This design comes from an exercise in tuning for small area on the open sky130 flow, not from production work. Power and IR drop assume default switching activity.

// sird_rx
module sird_rx (
    input  wire        clk,
    input  wire        rst,           
    input  wire        in_valid,
    input  wire [9:0]  in_code,       
    output wire        mk_valid,
    output wire        mk_capt,       
    output wire        mk_ok,
    output wire [7:0]  mk_num,
    output wire        hdr_valid,
    output wire        hdr_ok,
    output wire [1:0]  hdr_mode,
    output wire        hdr_latch,
    output wire [1:0]  hdr_rdiv,
    output wire [9:0]  hdr_mf,
    output wire [7:0]  hdr_quota,
    output wire [7:0]  hdr_cmd_len,
    output wire [7:0]  hdr_cycle,
    output wire        cmd_valid,
    output wire        cmd_ok,
    output wire        body_valid,
    output wire [7:0]  body_data,
    output wire        seg_valid,
    output wire        seg_ok,
    output wire        seg_bad,       
    output wire [7:0]  seg_pos,
    output wire [7:0]  seg_nstat,
    output wire [10:0] seg_len,
    output wire        seg_fmt_ok,    
    output wire [5:0]  seg_nsb,       
    output wire [4:0]  seg_kinds,     
    output wire        pi_valid,
    output wire [4:0]  pi_pos,
    output wire [23:0] pi_sample,
    output wire [7:0]  pi_cnt,
    output wire        trn_valid,
    output wire [5:0]  trn_nseg,
    output wire        trn_abort,
    output wire        trn_trunc,
    output wire        trn_stray,
    output wire        trn_hdr_bad,
    output reg  [15:0] code_errs,
    output reg  [15:0] crc_errs,
    output reg  [15:0] trains_lost
);
Size in the first run: ~210 flip-flops, roughly 220 I/O pins, ~12000 um2 of cells after synthesis.
clock: 10.0 ns
lec_check: 0
cap_margin: 20
core_margin: 2
core_utilization: 40
cts_buf_list: sky130_fd_sc_hd__clkbuf_4
cts_cluster_size: 30
slew_margin: 20
run.sh (not shown) runs the stock make flow with config.mk's settings and CLKGATE_MAP_FILE= SYNTH_SCRIPT=/design/flow/synth_recipe.tcl, a recipe that flattens the netlist after the stock synthesis.
The starting point ran to the end with no violations.
Next try:
==> flow/flow/run.sh (new file) <==
#!/bin/bash
# The standard layout, with the smallest buffer (buf_1) on each port instead
# of the default port buffer. make's full output goes to make_finish.log.
set -euo pipefail
bash standard.sh "BUFFER_PORTS_ARGS=-buffer_cell sky130_fd_sc_hd__buf_1" finish > make_finish.log 2>&1
==> flow/standard.sh (new file) <==
#!/bin/bash
# synth_recipe.tcl (not shown) runs the flow's synth.tcl, then flattens the netlist and writes it again
# the make line also repeats each setting of config.mk as NAME=value (left out here)
make -C /OpenROAD-flow-scripts/flow DESIGN_CONFIG=/design/flow/config.mk WORK_HOME=/design/flow/orfs CLKGATE_MAP_FILE= SYNTH_SCRIPT=/design/flow/synth_recipe.tcl "${@:-finish}"
Settings changed: CORE_UTILIZATION 40 to 70, CTS_BUF_LIST sky130_fd_sc_hd__clkbuf_4 to not set, CTS_CLUSTER_SIZE 30 to not set.
removed: flow/run.sh
=>
- synthesized area stays the same
- die area goes down by 42%
- fmax rose by 8.9%
Next try:
==> flow/run.sh (new file) <==
#!/bin/bash
# synth_recipe.tcl (not shown) runs the flow's synth.tcl, then flattens the netlist and writes it again
# the make line also repeats each setting of config.mk as NAME=value (left out here)
make -C /OpenROAD-flow-scripts/flow DESIGN_CONFIG=/design/flow/config.mk WORK_HOME=/design/flow/orfs CLKGATE_MAP_FILE= SYNTH_SCRIPT=/design/flow/synth_recipe.tcl finish
Settings changed: ABC_AREA set to 1, CORE_UTILIZATION 70 to 40.
removed: flow/flow/run.sh
removed: flow/standard.sh
Result: The new run completed with no timing, DRC or antenna violations; routed wire length came out higher by roughly a tenth; critical path depth is higher by 8; total power rose by roughly a tenth; count of clock-buffer cells in the layout went up by 3; hold slack is worse by 0.0034 ns.
Next try:
==> flow/flow/run.sh (new file) <==
#!/bin/bash
# The standard layout, with the smallest buffer (buf_1) on each port instead
# of the default port buffer. make's full output goes to make_finish.log.
set -euo pipefail
bash standard.sh "BUFFER_PORTS_ARGS=-buffer_cell sky130_fd_sc_hd__buf_1" finish > make_finish.log 2>&1
==> flow/standard.sh (new file) <==
#!/bin/bash
# synth_recipe.tcl (not shown) runs the flow's synth.tcl, then flattens the netlist and writes it again
# the make line also repeats each setting of config.mk as NAME=value (left out here)
make -C /OpenROAD-flow-scripts/flow DESIGN_CONFIG=/design/flow/config.mk WORK_HOME=/design/flow/orfs CLKGATE_MAP_FILE= SYNTH_SCRIPT=/design/flow/synth_recipe.tcl "${@:-finish}"
Settings changed: ABC_AREA 1 to not set, CORE_UTILIZATION 40 to 60, CTS_BUF_LIST set to sky130_fd_sc_hd__clkbuf_8, CTS_CLUSTER_DIAMETER set to 60.
removed: flow/run.sh
Wire length fell by 13%.
Total power falls by 14%.
Clock skew goes up by 0.0052 ns.
Hold slack gets better by 0.0043 ns.
First-iteration DRC count rises by 1.6%.
Sequential power falls by 2.8%.
Core utilization came out higher by 16 points.
Synthesized cell count decreases by 18%.
Setup slack degrades by 0.025 ns.
Function was not checked in any run of this note: the RTL went through the layout flow alone.

-- separate check: timing with driven ports --
The results above use ideal ports. As a check the final layouts listed here were re-extracted and re-timed, cells and wires unchanged.
Step 1 (the two cells are an assumption about what drives the block):
set clk [get_ports {clk}]
set_driving_cell -lib_cell sky130_fd_sc_hd__clkbuf_16 $clk
set_driving_cell -lib_cell sky130_fd_sc_hd__buf_2 [delete_from_list [all_inputs] $clk]
Step 2, shift: input delay + t, output delay - t, t = (earliest + latest rising clock arrival at the registers) / 2. This alone moves slack from input paths to output paths.
a / b / c = ideal / step 1 / step 2; a / b = the first two.
run	shift t [ns]	slack for setup (ns)	worst setup path at the end	worst data-port slew with drivers (ns)
the first run	0.720	2.357 / 2.314 / 3.033	register to output	0.06
the second run	0.538	2.981 / 2.934 / 3.471	register to output	0.04
the third run	0.564	3.062 / 3.012 / 3.576	register to output	0.04
the fourth run	0.561	3.037 / 2.992 / 3.553	register to output	0.04
After both steps every run listed still meets setup and hold.
